From an optimization exercise on the open Yosys and OpenROAD flow, aimed at small area; shortcuts taken in it are not production practice.
Only simulation tests tie the RTL to the original design; equivalence was not proved.
Power is estimated from default activity; no workload was simulated.

// tally_block
module tally_block #(
    parameter integer NT = 2,
    parameter integer NP = 4
) (
    input  wire          clk,
    input  wire          rst,
    input  wire          we,
    input  wire          re,
    input  wire [11:0]   addr,
    input  wire [31:0]   wdata,
    output reg  [31:0]   rdata,
    input  wire [7:0]    tb_evt,
    input  wire [31:0]   car_evt,
    input  wire          grid_evt,
    output wire [NP-1:0] tal_pin,
    output wire [NP-1:0] tal_oe,
    output wire [NT-1:0] trig
);
    wire [NT-1:0] out, zero_q, late_set, slip_set;
    wire [31:0]   wd0 = wdata & {32{!rst}};
    wire [31:0]   wd1 = wdata | {32{rst}};
    wire [31:0]   t_rdata [0:NT-1];
    genvar t;
    generate
        for (t = 0; t < NT; t = t + 1) begin : g_tim
            tally_timer #(.IDX(t), .NT(NT)) u_tim (
                .clk      (clk),
                .rst      (rst),
                .wr       (we && addr[11:10] == 2'b00 && addr[9:6] == t),
                .woff     (addr[5:2]),
                .wdata    (wdata),
                .wd0      (wd0),
                .wd1      (wd1),
                .roff     (addr[5:2]),
                .rdata    (t_rdata[t]),
                .tb_evt   (tb_evt),
                .car_evt  (car_evt),
                .grid_evt (grid_evt),
                .zero_q   (zero_q),
                .out      (out[t]),
                .zero_evt (zero_q[t]),
                .trig     (trig[t]),
                .late_set (late_set[t]),
                .slip_set (slip_set[t])
            );
        end
    endgenerate
    reg       pin_sel [0:NP-1];
    reg       pin_inv [0:NP-1];
    reg       pin_oe  [0:NP-1];
    genvar p;
    generate
        for (p = 0; p < NP; p = p + 1) begin : g_pin
            assign tal_pin[p] = out[pin_sel[p]] ^ pin_inv[p];
            assign tal_oe[p]  = pin_oe[p];
        end
    endgenerate
    reg [NT-1:0] late, slip;
  ...
==> flow/config.mk <==
export PLATFORM = sky130hd
export DESIGN_NAME = tally_block
export DESIGN_NICKNAME = tally_block
export VERILOG_FILES = /design/flow/design.v
export SDC_FILE = /design/flow/constraint.sdc
export NUM_CORES = 8
export LEC_CHECK = 0
export ABC_AREA = 1
export CAP_MARGIN = 25
export CORE_MARGIN = 2
export CORE_UTILIZATION = 40
export GPL_ROUTABILITY_DRIVEN = 0
export PLACE_DENSITY = 0.6
export SETUP_SLACK_MARGIN = 0.3
export SLEW_MARGIN = 20
==> flow/constraint.sdc <==
create_clock -name core_clock -period 25.0 [get_ports {clk}]
set_input_delay 5.0000 -clock core_clock [delete_from_list [all_inputs] [get_ports {clk}]]
set_output_delay 5.0000 -clock core_clock [all_outputs]
set_load 0.01 [all_outputs]
standard.sh (not shown) runs the stock make flow with config.mk's settings and CLKGATE_MAP_FILE= SYNTH_SCRIPT=/design/flow/synth_recipe.tcl, a recipe that flattens the netlist after the stock synthesis.
==> flow/flow/run.sh <==
#!/bin/bash
# Own layout flow: the standard flow (standard.sh) with four changes.
#  1. Synthesis: ORFS's synth.tcl with only its ABC script replaced by
#     flow/area.script (area-oriented mapping). The Yosys passes before ABC,
#     and so the register names and cells, are the standard synthesis's.
#  2. Global placement stays timing-driven, but does not keep the resizer's
#     buffering from its timing-driven iterations (GPL_KEEP_OVERFLOW=0).
#  3. CTS without dummy loads, with clkbuf_2 / clkbuf_4 and sink clusters of at
#     most 6 flip-flops within 80 um (CTS_ARGS). The tree
#     stays balanced; no register's clock is skewed on purpose.
#  4. Every input and output port still gets its own buffer, a buf_2 in place
#     of the delay buffer ORFS picks (BUFFER_PORTS_ARGS).
# Floorplan, power grid, tap cells, port buffers, repair and routing are the
# standard flow's. Tool output: own_flow_make.log and orfs/logs/.
set -euo pipefail
W=$PWD
# synthesis script: ORFS's synth.tcl with only the ABC script replaced
sed 's|log_cmd abc {\*}$abc_args|log_cmd abc {*}[lreplace $abc_args 1 1 $::env(MY_ABC_SCRIPT)]|' \
    "$FLOW_HOME/scripts/synth.tcl" > "$W/own_synth_core.tcl"
grep -q MY_ABC_SCRIPT "$W/own_synth_core.tcl"
sed "s|source \$::env(SCRIPTS_DIR)/synth.tcl|source $W/own_synth_core.tcl|" \
    "$W/synth_recipe.tcl" > "$W/own_synth.tcl"
grep -q own_synth_core "$W/own_synth.tcl"
sed "s|SYNTH_SCRIPT=[^ ]*|SYNTH_SCRIPT=$W/own_synth.tcl|" "$W/standard.sh" > "$W/own_standard.sh"
grep -q own_synth.tcl "$W/own_standard.sh"
export MY_ABC_SCRIPT="$W/flow/area.script"
export GPL_KEEP_OVERFLOW=0
export BUFFER_PORTS_ARGS="-buffer_cell sky130_fd_sc_hd__buf_2"
export CTS_ARGS="-sink_clustering_enable -repair_clock_nets -sink_clustering_size 6 -sink_clustering_max_diameter 80 -buf_list {sky130_fd_sc_hd__clkbuf_2 sky130_fd_sc_hd__clkbuf_4} -dont_use_dummy_load"
bash "$W/own_standard.sh" finish > "$W/own_flow_make.log" 2>&1
test -f "$W/out/final.def"
==> flow/flow/area.script <==
strash
ifraig
scorr
dc2
strash
&get -n
&st
&syn2
&dch
&nf -R 50
&put
The starting point produced a clean layout.
==> next run, changes <==
--- a/flow/flow/run.sh
+++ b/flow/flow/run.sh
@@ -1,4 +1,4 @@
 #!/bin/bash
-# Own layout flow: the standard flow (standard.sh) with four changes.
+# Own layout flow: the standard flow (standard.sh) with three changes.
 #  1. Synthesis: ORFS's synth.tcl with only its ABC script replaced by
 #     flow/area.script (area-oriented mapping). The Yosys passes before ABC,
@@ -6,9 +6,6 @@
 #  2. Global placement stays timing-driven, but does not keep the resizer's
 #     buffering from its timing-driven iterations (GPL_KEEP_OVERFLOW=0).
-#  3. CTS without dummy loads, with clkbuf_2 / clkbuf_4 and sink clusters of at
-#     most 6 flip-flops within 80 um (CTS_ARGS). The tree
+#  3. CTS without dummy loads, with clkbuf_4 / clkbuf_8 (CTS_ARGS). The tree
 #     stays balanced; no register's clock is skewed on purpose.
-#  4. Every input and output port still gets its own buffer, a buf_2 in place
-#     of the delay buffer ORFS picks (BUFFER_PORTS_ARGS).
 # Floorplan, power grid, tap cells, port buffers, repair and routing are the
 # standard flow's. Tool output: own_flow_make.log and orfs/logs/.
@@ -27,5 +24,5 @@
 export GPL_KEEP_OVERFLOW=0
 export BUFFER_PORTS_ARGS="-buffer_cell sky130_fd_sc_hd__buf_2"
-export CTS_ARGS="-sink_clustering_enable -repair_clock_nets -sink_clustering_size 6 -sink_clustering_max_diameter 80 -buf_list {sky130_fd_sc_hd__clkbuf_2 sky130_fd_sc_hd__clkbuf_4} -dont_use_dummy_load"
+export CTS_ARGS="-sink_clustering_enable -repair_clock_nets -buf_list {sky130_fd_sc_hd__clkbuf_2 sky130_fd_sc_hd__clkbuf_4} -dont_use_dummy_load"
 bash "$W/own_standard.sh" finish > "$W/own_flow_make.log" 2>&1
 test -f "$W/out/final.def"
==> flow/flow/area.script (replaced) <==
strash
ifraig
scorr
dc2
strash
&get -n
&st
&syn2
&dch
&nf -R 50
&put
buffer -c
topo
upsize -c
dnsize -c
- GPL_ROUTABILITY_DRIVEN: 0 -> unset
=>
- The new run went through all stages and came out clean
- routed wire length grows by 4.3%
- non-clock buffer count shrinks by 17
- critical path depth fell by 5
- cell area is higher by 1.5%
- final cell count goes up by 2.1%
- clock skew increases by 0.041 ns
==> next run, changes <==
--- a/flow/flow/run.sh
+++ b/flow/flow/run.sh
@@ -24,5 +24,5 @@
 export GPL_KEEP_OVERFLOW=0
 export BUFFER_PORTS_ARGS="-buffer_cell sky130_fd_sc_hd__buf_2"
-export CTS_ARGS="-sink_clustering_enable -repair_clock_nets -buf_list {sky130_fd_sc_hd__clkbuf_2 sky130_fd_sc_hd__clkbuf_4} -dont_use_dummy_load"
+export CTS_ARGS="-sink_clustering_enable -repair_clock_nets -buf_list {sky130_fd_sc_hd__clkbuf_4 sky130_fd_sc_hd__clkbuf_8} -dont_use_dummy_load"
 bash "$W/own_standard.sh" finish > "$W/own_flow_make.log" 2>&1
 test -f "$W/out/final.def"
- CAP_MARGIN: 25 -> 20
- SETUP_SLACK_MARGIN: 0.3 -> 0.2
=> Total power increases by 6.0%; via count goes down by 1.4%; non-clock buffer count is higher by 3; fmax went down by 1.3%; register-to-register slack gains 0.05 ns.
==> next run, changes <==
--- a/flow/flow/run.sh
+++ b/flow/flow/run.sh
@@ -1,4 +1,4 @@
 #!/bin/bash
-# Own layout flow: the standard flow (standard.sh) with three changes.
+# Own layout flow: the standard flow (standard.sh) with four changes.
 #  1. Synthesis: ORFS's synth.tcl with only its ABC script replaced by
 #     flow/area.script (area-oriented mapping). The Yosys passes before ABC,
@@ -6,6 +6,9 @@
 #  2. Global placement stays timing-driven, but does not keep the resizer's
 #     buffering from its timing-driven iterations (GPL_KEEP_OVERFLOW=0).
-#  3. CTS without dummy loads, with clkbuf_4 / clkbuf_8 (CTS_ARGS). The tree
+#  3. CTS without dummy loads, with clkbuf_2 / clkbuf_4 and sink clusters of at
+#     most 6 flip-flops within 80 um (CTS_ARGS). The tree
 #     stays balanced; no register's clock is skewed on purpose.
+#  4. Every input and output port still gets its own buffer, a buf_2 in place
+#     of the delay buffer ORFS picks (BUFFER_PORTS_ARGS).
 # Floorplan, power grid, tap cells, port buffers, repair and routing are the
 # standard flow's. Tool output: own_flow_make.log and orfs/logs/.
@@ -24,5 +27,5 @@
 export GPL_KEEP_OVERFLOW=0
 export BUFFER_PORTS_ARGS="-buffer_cell sky130_fd_sc_hd__buf_2"
-export CTS_ARGS="-sink_clustering_enable -repair_clock_nets -buf_list {sky130_fd_sc_hd__clkbuf_4 sky130_fd_sc_hd__clkbuf_8} -dont_use_dummy_load"
+export CTS_ARGS="-sink_clustering_enable -repair_clock_nets -sink_clustering_size 6 -sink_clustering_max_diameter 80 -buf_list {sky130_fd_sc_hd__clkbuf_2 sky130_fd_sc_hd__clkbuf_4} -dont_use_dummy_load"
 bash "$W/own_standard.sh" finish > "$W/own_flow_make.log" 2>&1
 test -f "$W/out/final.def"
==> flow/flow/area.script (replaced) <==
strash
ifraig
scorr
dc2
strash
&get -n
&st
&syn2
&dch
&nf -R 50
&put
- CAP_MARGIN: 20 -> 25
- SETUP_SLACK_MARGIN: 0.2 -> 0.3
Effect: Non-clock buffer count came out higher by 8. Sequential share of layout area came out higher by 0.66 points. Routed wire length came out higher by 4.4%. Worst setup slack is better by 0.24 ns. Worst hold slack is better by 0.010 ns. Final cell count came out lower by 1.3%. Combinational power came out higher by about 2%. Clock power came out lower by about 26%. Synthesized area came out lower by about 5%. Count of clock-buffer cells in the layout came out lower by 2. Total power came out lower by 10%.

[re-timing with driven ports]
The flow's constraints put no driver on any port. The routed layouts listed below were extracted and timed again, unchanged, in two steps. Step 1, drivers: a clkbuf_16 drives clk and a buf_2 each remaining input, both assumed. Step 2 times the ports against the registers' clock, not the clock port: input delays grow and output delays shrink by t, the midpoint of the rising clock arrivals with the driver on. a / b / c = ideal / step 1 / step 2; a / b = the first two.
run	t (ns)	slack for setup (ns)	hold slack, ns	latest minus earliest clock arrival (ns)
the first run	1.130	0.444 / 0.482 / -0.648	0.464 / 0.464 / 0.464	0.121 / 0.122
the second run	1.260	0.573 / 0.620 / -0.640	0.463 / 0.463 / 0.463	0.162 / 0.162
the third run	0.920	0.262 / 0.286 / -0.634	0.462 / 0.462 / 0.462	0.056 / 0.056
the fourth run	1.227	0.503 / 0.530 / -0.697	0.472 / 0.472 / 0.472	0.173 / 0.174
With both steps, setup timing fails in every run listed, where it was met with ideal ports. The setup slack of the second run, which loses most, moves by +0.047 ns with the drivers and by -1.213 ns with both steps.
